What follows belongs to an exercise in optimizing a design on an open flow for small area, a short achievable clock period and few clock cycles; a production flow would make more cautious choices.
Function was checked by simulation only, so behaviour that the tests miss may differ from the original.

==> module flush_mul8, before the edit <==
module flush_mul8 (
    input  wire [7:0]  a,
    input  wire [7:0]  b,
    output wire [15:0] p
);
    reg [15:0] row [0:8];
    integer i, j;
    always @* begin
        for (i = 0; i < 8; i = i + 1) begin
            row[i] = 16'd0;
            for (j = 0; j < 8; j = j + 1)
                row[i][i + j] = ((i == 7) ^ (j == 7)) ? ~(a[i] & b[j]) : (a[i] & b[j]);
        end
        row[8] = 16'h8100;
    end
    wire [15:0] s0, c0, s1, c1, s2, c2, s3, c3, s4, c4, s5, c5, s6, c6;
    flush_csa #(16) k0 (row[0], row[1], row[2], s0, c0);
    flush_csa #(16) k1 (row[3], row[4], row[5], s1, c1);
    flush_csa #(16) k2 (row[6], row[7], row[8], s2, c2);
    flush_csa #(16) k3 (s0, c0, s1, s3, c3);
    flush_csa #(16) k4 (c1, s2, c2, s4, c4);
    flush_csa #(16) k5 (s3, c3, s4, s5, c5);
    flush_csa #(16) k6 (s5, c5, c4, s6, c6);
    assign p = s6 + c6;     
endmodule
==> flow/config.mk <==
export PLATFORM = sky130hd
export DESIGN_NAME = flush_dot4
export DESIGN_NICKNAME = flush_dot4
export VERILOG_FILES = /design/flow/design.v
export SDC_FILE = /design/flow/constraint.sdc
export NUM_CORES = 4
export LEC_CHECK = 0
export ABC_AREA = 1
export ABC_CLOCK_PERIOD_IN_PS = 7000
export CAP_MARGIN = 20
export CELL_PAD_IN_SITES_DETAIL_PLACEMENT = 2
export CELL_PAD_IN_SITES_GLOBAL_PLACEMENT = 4
export CORE_MARGIN = 2
export CORE_UTILIZATION = 30
export PLACE_DENSITY = 0.45
export SLEW_MARGIN = 20
==> flow/constraint.sdc <==
create_clock -name core_clock -period 30.0 [get_ports {clk}]
set_input_delay 6.0000 -clock core_clock [delete_from_list [all_inputs] [get_ports {clk}]]
set_output_delay 6.0000 -clock core_clock [all_outputs]
set_load 0.01 [all_outputs]
standard.sh (not shown) runs the stock make flow with config.mk's settings and CLKGATE_MAP_FILE= SYNTH_SCRIPT=/design/flow/synth_recipe.tcl, a recipe that flattens the netlist after the stock synthesis.
==> flow/flow/run.sh <==
#!/bin/bash
# The standard layout (standard.sh: ORFS synthesis through finish), with
# two changes: repair_timing aims for 22.8 ns of setup slack, and buffer_ports gives each input and output port a
# sky130_fd_sc_hd__buf_2 instead of the cell it picks by default.
# The full output of the ORFS run goes to standard.log here; ORFS keeps each
# step's own log under orfs/logs/.
set -euo pipefail
bash standard.sh "BUFFER_PORTS_ARGS=-buffer_cell sky130_fd_sc_hd__buf_2" SETUP_SLACK_MARGIN=22.8 finish > standard.log 2>&1
Testbench counts at the start, summed over its fixed seeds: cycles 12,032.
Change:
--- a/flow/design.v
+++ b/flow/design.v
@@ -130,11 +130,11 @@
     flush_csa #(16) k2 (row[6], row[7], row[8], s2, c2);
     flush_csa #(16) k3 (s0, c0, s1, s3, c3);
     flush_csa #(16) k4 (c1, s2, c2, s4, c4);
     flush_csa #(16) k5 (s3, c3, s4, s5, c5);
     flush_csa #(16) k6 (s5, c5, c4, s6, c6);
-    assign p = s6 + c6;     
+    flush_add #(16) fin (.a(s6), .b(c6), .cin(1'b0), .s(p));
 endmodule
 module flush_csa #(parameter W = 16) (
     input  wire [W-1:0] x,
     input  wire [W-1:0] y,
     input  wire [W-1:0] z,
The changed run completed with no timing, DRC or antenna violations.
Sequential share of layout area falls by 0.18 points.
Global-route usage hardly moves.
Worst setup slack barely changes.
Die area stays flat.
Core utilization goes up by 0.48 points.
Non-clock buffer count is higher by 48.
Routed wire length hardly moves.
Testbench counts after the change, summed over its fixed seeds: cycles 12,032.

---

Another version of the RTL of flush_dot4 (not shown whole).
For scale: ~7200 cells after synthesis, roughly 510 flip-flops, ~190 I/O pins, about 51000 sq um of cells after synthesis.
==> flow/design.v (excerpt) <==
module flush_dot4 (
    input  wire        clk,
    input  wire        rst,
    input  wire        in_valid,
    output wire        in_ready,
    input  wire        in_clear,
    input  wire        in_read,
    input  wire [7:0]  in_level,
    input  wire [3:0]  in_fmt_a,
    input  wire [3:0]  in_fmt_b,
    input  wire [3:0]  in_en,
    input  wire [31:0] in_a,
    input  wire [31:0] in_b,
    output reg         out_valid,
    output wire [95:0] out_acc,
    output wire [1:0]  out_tag,
    output wire        out_inexact
);
    localparam [1:0] NUM = 2'd0, PINF = 2'd1, NINF = 2'd2, NAN = 2'd3;
    assign in_ready = 1'b1;
    function [5:0] fhot(input [3:0] f);     
        fhot = {f == 4'h6, f == 4'h5, f == 4'h4, f == 4'h3, f == 4'h1, f == 4'h0};
    endfunction
    reg        r0_clear, r0_read;
    reg [3:0]  r0_en;
    reg [7:0]  r0_level;
    reg [5:0]  r0_fa, r0_fb;      
    reg [31:0] r0_a, r0_b;
    wire       take = in_valid & ~rst;
    always @(posedge clk) begin
        r0_clear <= take & in_clear;
        r0_read  <= take & in_read;
        r0_en    <= {4{take}} & in_en;
        r0_level <= in_level;
        r0_fa    <= fhot(in_fmt_a);
        r0_fb    <= fhot(in_fmt_b);
        r0_a     <= in_a;
        r0_b     <= in_b;
    end
    wire [4:0] na = {r0_fa[3], r0_fa[2], r0_fa[4] | r0_fa[5], r0_fa[2], r0_fa[3] | r0_fa[5]};
    wire [4:0] nb = {r0_fb[3], r0_fb[2], r0_fb[4] | r0_fb[5], r0_fb[2], r0_fb[3] | r0_fb[5]};
    wire [9:0] lx = {{2{r0_level[7]}}, r0_level};
    wire [9:0] bs0, bc0, bs, bc, bsh;
    wire [7:0] bx = bsh[9] ? bsh[7:0] : {6'd0, bsh[1:0]};
    flush_csa #(10) u_b0 (.x(~{5'd0, na}), .y(~{5'd0, nb}), .z(~lx), .s(bs0), .c(bc0));
    flush_csa #(10) u_b1 (.x(bs0), .y(bc0), .z(10'd51), .s(bs), .c(bc));
    flush_add #(10) u_b2 (.a(bs), .b(bc), .cin(1'b0), .s(bsh));
    wire [7:0] t_sa [0:3];
    wire [7:0] t_sb [0:3];
    wire [5:0] t_amt [0:3];
    wire [3:0] t_tz [0:3];
    wire [3:0] t_neg, t_nan, t_pinf, t_ninf;
    genvar i;
    generate
        for (i = 0; i < 4; i = i + 1) begin : lane
            flush_term u_term (
                .fh_a(r0_fa), .fh_b(r0_fb),
                .a(r0_a[8*i +: 8]), .b(r0_b[8*i +: 8]),
                .en(r0_en[i]), .bx(bx),
  ...
==> flow/config.mk <==
export PLATFORM = sky130hd
export DESIGN_NAME = flush_dot4
export DESIGN_NICKNAME = flush_dot4
export VERILOG_FILES = /design/flow/design.v
export SDC_FILE = /design/flow/constraint.sdc
export NUM_CORES = 4
export LEC_CHECK = 0
export ABC_AREA = 1
export ABC_CLOCK_PERIOD_IN_PS = 7000
export CAP_MARGIN = 20
export CELL_PAD_IN_SITES_DETAIL_PLACEMENT = 2
export CELL_PAD_IN_SITES_GLOBAL_PLACEMENT = 4
export CORE_MARGIN = 2
export CORE_UTILIZATION = 30
export PLACE_DENSITY = 0.45
export SLEW_MARGIN = 20
==> flow/constraint.sdc <==
create_clock -name core_clock -period 30.0 [get_ports {clk}]
set_input_delay 6.0000 -clock core_clock [delete_from_list [all_inputs] [get_ports {clk}]]
set_output_delay 6.0000 -clock core_clock [all_outputs]
set_load 0.01 [all_outputs]
==> flow/flow/run.sh <==
#!/bin/bash
# The standard layout (standard.sh: ORFS synthesis through finish), with
# two changes: repair_timing aims for 22.8 ns of setup slack, and buffer_ports gives each input and output port a
# sky130_fd_sc_hd__buf_4 instead of the cell it picks by default.
# The full output of the ORFS run goes to standard.log here; ORFS keeps each
# step's own log under orfs/logs/.
set -euo pipefail
bash standard.sh "BUFFER_PORTS_ARGS=-buffer_cell sky130_fd_sc_hd__buf_4" SETUP_SLACK_MARGIN=22.8 finish > standard.log 2>&1
Testbench counts at the start, summed over its fixed seeds: cycles 12,040.
Edit:
--- a/flow/design.v
+++ b/flow/design.v
@@ -128,15 +128,15 @@
     flush_csa #(16) k0 (row[0], row[1], row[2], s0, c0);
     flush_csa #(16) k1 (row[3], row[4], row[5], s1, c1);
     flush_csa #(16) k2 (row[6], row[7], row[8], s2, c2);
     flush_csa #(16) k3 (s0, c0, s1, s3, c3);
     flush_csa #(16) k4 (c1, s2, c2, s4, c4);
     flush_csa #(16) k5 (s3, c3, s4, s5, c5);
     flush_csa #(16) k6 (s5, c5, c4, s6, c6);
-    flush_add #(16) fin (.a(s6), .b(c6), .cin(1'b0), .s(p));
+    assign p = s6 + c6;     
 endmodule
 module flush_csa #(parameter W = 16) (
     input  wire [W-1:0] x,
     input  wire [W-1:0] y,
     input  wire [W-1:0] z,
     output wire [W-1:0] s,
     output wire [W-1:0] c
@@ -233,38 +233,32 @@
                 .en(r0_en[i]), .bx(bx),
                 .sa(t_sa[i]), .sb(t_sb[i]), .neg(t_neg[i]), .amt(t_amt[i]),
                 .tz(t_tz[i]),
                 .is_nan(t_nan[i]), .is_pinf(t_pinf[i]), .is_ninf(t_ninf[i])
             );
         end
     endgenerate
-    reg [7:0] r1_sa [0:3];
-    reg [7:0] r1_sb [0:3];
-    reg [5:0] r1_amt [0:3];
-    reg [3:0] r1_tz [0:3];
-    reg [3:0] r1_neg;
-    reg [4:0] r1_g;              
-    reg       r1_gz;             
-    reg       r1_clear, r1_read;
-    reg [1:0] r1_tag;            
+    wire [7:0] r1_sa [0:3];
+    wire [7:0] r1_sb [0:3];
+    wire [5:0] r1_amt [0:3];
+    wire [3:0] r1_tz [0:3];
+    wire [3:0] r1_neg = t_neg;
+    wire [4:0] r1_g = bsh[9] ? 5'd0 : bsh[6:2];
+    wire       r1_gz = ~bsh[9] & (bsh[8:0] >= 9'd96);
+    wire       r1_clear = r0_clear, r1_read = r0_read;
+    wire [1:0] r1_tag = {|(t_nan | t_ninf), |(t_nan | t_pinf)};
     integer k;
-    always @(posedge clk) begin
-        for (k = 0; k < 4; k = k + 1) begin
-            r1_sa[k]  <= t_sa[k];
-            r1_sb[k]  <= t_sb[k];
-            r1_amt[k] <= t_amt[k];
-            r1_tz[k]  <= t_tz[k];
+    generate
+        for (i = 0; i < 4; i = i + 1) begin : r1w
+            assign r1_sa[i] = t_sa[i];
+            assign r1_sb[i] = t_sb[i];
+            assign r1_amt[i] = t_amt[i];
+            assign r1_tz[i] = t_tz[i];
         end
-        r1_neg    <= t_neg;
-        r1_g      <= bsh[9] ? 5'd0 : bsh[6:2];
-        r1_gz     <= ~bsh[9] & (bsh[8:0] >= 9'd96);
-        r1_clear  <= r0_clear;
-        r1_read   <= r0_read;
-        r1_tag    <= {|(t_nan | t_ninf), |(t_nan | t_pinf)};
-    end
+    endgenerate
     wire [15:0] t_p [0:3];
     generate
         for (i = 0; i < 4; i = i + 1) begin : lane2
             flush_prod u_prod (.sa(r1_sa[i]), .sb(r1_sb[i]), .p(t_p[i]));
         end
     endgenerate
     reg [15:0] r2_p [0:3];
@@ -319,29 +313,28 @@
         r3_read  <= r2_read;
         r3_inx   <= |(rinx | ovf);
         r3_tag   <= r2_tag;
     end
     reg [95:0] acc;
     reg [1:0]  acc_tag;
     reg        acc_inx;
-    reg        rst_d1, rst_d2, rst_d3, rst_d4;
-    wire       kill = rst_d1 | rst_d2 | rst_d3 | rst_d4;
+    reg        rst_d1, rst_d2, rst_d3;
+    wire       kill = rst_d1 | rst_d2 | rst_d3;
     wire [95:0] sx   = {{24{r3_s[71]}}, r3_s};
     wire [95:0] term = (r3_gz | kill) ? 96'd0 : (sx << {r3_g, 2'b00});
     wire [95:0] base = (r3_clear | kill) ? 96'd0 : acc;
     wire [95:0] nacc;
     flush_add #(96) u_add1 (.a(base), .b(term), .cin(r3_c3 & ~kill), .s(nacc));
     wire [1:0] btag = r3_clear ? NUM : acc_tag;
     wire [1:0] ntag = btag | r3_tag;
     wire ninx = (~r3_clear & acc_inx) | r3_inx;
     always @(posedge clk) begin
         rst_d1    <= rst;
         rst_d2    <= rst_d1;
         rst_d3    <= rst_d2;
-        rst_d4    <= rst_d3;
         acc       <= nacc;
         acc_tag   <= kill ? NUM : ntag;
         acc_inx   <= ~kill & ninx;
         out_valid <= ~rst & ~kill & r3_read;
     end
     assign out_acc     = acc;
     assign out_tag     = acc_tag;
The changed run ran to the end with no violations.
Clock skew came out higher by 0.020 ns.
Routed wire length came out lower by 1.8%.
Maximum frequency barely changes.
Final area came out lower by 5.7%.
Non-clock buffer count came out higher by 23.
Setup slack stays flat.
Count of clock-buffer cells in the layout came out lower by 16.
Flip-flop and latch count came out lower by 119.
Sequential share of layout area came out lower by 3.4 points.
Hold slack improved by 0.0088 ns.
Synthesized area came out lower by 6.0%.
Testbench counts after the change, summed over its fixed seeds: cycles 12,032.

-- separate check: timing with driven ports --
The flow's constraints put no driver on any port. The routed layouts listed below were extracted and timed again, unchanged, in two steps.
Step 1, drivers: a clkbuf_16 drives clk and a buf_2 each remaining input, both assumed.
Step 2 moves the port delays by t, midway between the first and last clock arrival at a register: inputs arrive t later, outputs are due t later. That takes back most of the time a late clock gives input paths.
Slacks: ideal ports / drivers / drivers and shift; pairs: ideal ports / drivers.
run	t (ns)	setup WS [ns]	worst setup path at the end
the first run of note 1	0.748	22.838 / 22.755 / 23.100	input to register
the second run of note 1	0.742	22.838 / 22.761 / 22.916	input to register
the first run of note 2	0.764	22.833 / 22.753 / 23.004	input to register
the second run of note 2	0.738	22.832 / 22.745 / 23.054	input to register
After both steps every run listed still meets setup and hold.
